Background: an optimization exercise with open tools, aiming at small area, a short achievable clock period and few clock cycles. Do not read the settings as production practice.
Where RTL was checked, it was by simulation tests only, not by an equivalence proof against the original.
Power is estimated from default activity; no workload was simulated.

## oak
// pq_engine
module pq_engine (
    input  wire         clk,
    input  wire         rst,
    input  wire         cmd_valid,
    output wire         cmd_ready,
    input  wire [4:0]   cmd_k,
    input  wire [4:0]   cmd_x,
    input  wire [4:0]   cmd_y,
    input  wire         cmd_two,
    input  wire         in_valid,
    output wire         in_ready,
    input  wire [127:0] in_data,
    output wire         out_valid,
    input  wire         out_ready,
    output wire [127:0] out_data,
    output wire [4:0]   out_pos
);
    localparam LANES = 16;
    localparam [1:0] S_IDLE = 2'd0,
                     S_LOAD = 2'd1,
                     S_OUT1 = 2'd2,
                     S_OUT2 = 2'd3;
    function [7:0] gf_mul2;
        input [7:0] a;
        begin
            gf_mul2 = {a[6:0], 1'b0} ^ (a[7] ? 8'h1D : 8'h00);
        end
    endfunction
    function [7:0] gf_mul;
        input [7:0] a;
        input [7:0] b;
        integer i;
        reg [7:0] p;
        reg [7:0] t;
        begin
            p = 8'h00;
            t = a;
            for (i = 0; i < 8; i = i + 1) begin
                if (b[i])
                    p = p ^ t;
                t = gf_mul2(t);
            end
            gf_mul = p;
        end
    endfunction
    localparam [255:0] T_GPOW = 256'hc06030180c06038fc9ea75b45a2d984c261387cde8743a1d8040201008040201;
    localparam [255:0] T_GINV = 256'h122448903d7af4f5f7f3fbebcb8b0b162c58b07dfae9cf831b366cd8ad478e01;
    localparam [255:0] T_ZINV = 256'h595789deaaba8e02d2b4e9f26326dc678ac0e48574fba9a0545fed729da7f400;
    reg         cb_v;          
    reg         cb_p;          
    reg         cmd_rdy;
    reg [4:0]   cb_k, cb_x, cb_y;
    reg         cb_two;
    assign cmd_ready = cmd_rdy;
    wire cmd_fire = cmd_valid & cmd_rdy;
    wire [4:0] cb_k1   = cb_k + 5'd1;
    wire       cx_data = (cb_x < cb_k);
    wire [4:0] cb_d    = cb_y - cb_x;
    wire       cb_m0   = (cb_x == 5'd0);
    wire       cb_m1   = cb_two & (cb_y == 5'd1);
    wire       cb_qm   = (cb_x == cb_k1) | (cb_two & (cb_y == cb_k1));
    wire       cb_pm   = (cb_x == cb_k) | (cb_two & (cb_y == cb_k));
    wire       cb_dd   = cx_data & cb_two & (cb_y < cb_k);
    wire       cb_dp   = cx_data & cb_two & (cb_y == cb_k);
    wire       cb_dq   = cx_data & cb_two & (cb_y == cb_k1);
    wire       cb_qa   = (cb_x == cb_k1);
  ...
Size: roughly 4600 cells after synthesis, ~350 flip-flops.
clock: 19.0 ns
lec_check: 0
cap_margin: 20
core_margin: 2
core_utilization: 70
cts_cluster_diameter: 100
cts_cluster_size: 20
slew_margin: 20
standard.sh (not shown) runs the stock make flow with config.mk's settings and CLKGATE_MAP_FILE= SYNTH_SCRIPT=/design/flow/synth_recipe.tcl, a recipe that flattens the netlist after the stock synthesis.
==> flow/flow/run.sh <==
#!/bin/bash
# Standard ORFS layout in two calls: synthesis and floorplan with no timing
# repair margin, then placement to the end with timing repair aimed below the
# clock period. Each call's output goes to its own log.
set -euo pipefail
bash standard.sh synth floorplan SETUP_SLACK_MARGIN=0 > orfs_synth_floorplan.log 2>&1
bash standard.sh finish SETUP_SLACK_MARGIN=14.0 "BUFFER_PORTS_ARGS=-buffer_cell sky130_fd_sc_hd__buf_2"  > orfs_place_route.log 2>&1
The flow did not stop early for oak: all stages ran, and the layout cleared the timing, design-rule and antenna checks.
Testbench counts of oak, summed over its fixed seeds: cycles 8,497.
[inputs] pine vs oak
--- a/flow/design.v
+++ b/flow/design.v
@@ -72,37 +72,36 @@
         p_c <= cb_dd ? gf_mul(cb_z, cb_gix) : (cb_dp ? cb_gix : 8'h01);
     wire [7:0] l_c   = p_c;
     wire [7:0] l_e   = cb_dq ? cb_gx :
                        cb_dd ? cb_z :
                        (cb_dp | cb_qa) ? 8'h01 : 8'h00;
     wire [7:0] l_c1  = gf_mul2(l_c);
     wire [4:0] l_p0  = cb_m0 ? (cb_m1 ? 5'd2 : 5'd1) : 5'd0;
     wire [7:0] l_cw0 = cb_m0 ? (cb_m1 ? gf_mul2(l_c1) : l_c1) : l_c;
     wire [4:0] l_lp  = cb_qm ? (cb_pm ? cb_k - 5'd1 : cb_k) : cb_k1;
     reg [1:0]   state;
     reg         in_rdy;
-    reg [4:0]   opos;          
-    reg [4:0]   k_r, x_r, y_r, lp_r;
+    reg [4:0]   k_r, x_r, y_r, lp_r;  
     reg         two_r;
     reg         sx;            
     reg [4:0]   pos;           
     reg [7:0]   c_r, e_r;
     reg [7:0]   cw;            
     reg         isp_r, isq_r;  
     reg         last_r;        
     reg         first;         
     reg [127:0] acc_a, acc_x;
     assign in_ready  = in_rdy;
     assign out_valid = state[1];
     assign out_data  = acc_a;
-    assign out_pos   = opos;
+    assign out_pos   = x_r;
     wire consume  = in_valid & in_rdy;
     wire out_fire = state[1] & out_ready;
     wire shift    = out_fire & (state == S_OUT1) & two_r;
     wire res_done = out_fire & ((state == S_OUT2) | ~two_r);
     wire load_row = cb_p & ((state == S_IDLE) | res_done);
     reg [1:0] state_n;
     always @(*) begin
         state_n = state;
         case (state)
             S_IDLE: if (cb_p) state_n = S_LOAD;
             S_LOAD: if (consume && last_r) state_n = S_OUT1;
@@ -168,33 +167,32 @@
             y_r    <= cb_y;
             two_r  <= cb_two;
             lp_r   <= l_lp;
             sx     <= cb_qa | cb_dp | cb_dd;
             c_r    <= l_c;
             e_r    <= l_e;
             pos    <= l_p0;
             cw     <= l_cw0;
             isp_r  <= (l_p0 == cb_k);
             isq_r  <= 1'b0;
             last_r <= (l_p0 == l_lp);
-            opos   <= cb_x;
         end else begin
             if (consume) begin
                 pos    <= pn;
                 cw     <= cwn;
                 isp_r  <= (pn == k_r);
                 isq_r  <= (pn == k_r + 5'd1);
                 last_r <= (pn == lp_r);
             end
             if (shift)
-                opos <= y_r;
+                x_r <= y_r;
         end
         if (rst) begin
             state   <= S_IDLE;
             cb_v    <= 1'b0;
             cb_p    <= 1'b0;
             cmd_rdy <= 1'b0;
             in_rdy  <= 1'b0;
             first   <= 1'b0;
         end else begin
             state   <= state_n;
             cb_v    <= cb_v_n;
## What came out
- Compare pine and oak | total number of vias higher: pine
- Result for pine and oak: all clean
- Relative to oak, flip-flop and latch area has decreased by 150 µm² in pine.
- Diff oak -> pine: number of placement rows about even, arithmetic-cell share of the synthesized area counting full adders, half adders and majority gates flat, proportion of power drawn by combinational gates now sits higher, part of the power in the clock network barely changed.
- Comparing pine and oak, the lower post-layout worst setup margin was measured on pine.
- The total wirelength of the detailed-routed design was comparable across pine and oak.
- Between oak and pine, the flow reports number of sequential cells decreasing slightly.
No functional check of the RTL was part of pine.

[separate check: timing with driven ports]
In the flow no input, the clock included, has a driving cell. The finished layouts below were timed again as built, in two steps. Step 1 assumes that a clkbuf_16 drives the clock port and a buf_2 every other input. Step 2 also shifts input and output timing later by t, the mid clock arrival at the registers, as if the neighbouring blocks saw the same clock. Slacks: no drivers / after step 1 / after step 2; pairs: no drivers / after step 1.
| run | t, ns | slack for setup (ns) | worst hold slack (ns) | worst setup path at the end | worst register clock-pin slew, ns |
|---|---|---|---|---|---|
| oak | 0.631 | 13.991 / 13.935 / 13.304 | 0.449 / 0.449 / 0.449 | input to register | 0.10 / 0.10 |
| pine | 0.632 | 13.982 / 13.937 / 13.345 | 0.450 / 0.450 / 0.450 | input to register | 0.10 / 0.10 |
After both steps setup and hold are still met in every run listed. For oak, which loses most, drivers alone change the setup slack by -0.056 ns; drivers and shift together by -0.687 ns.
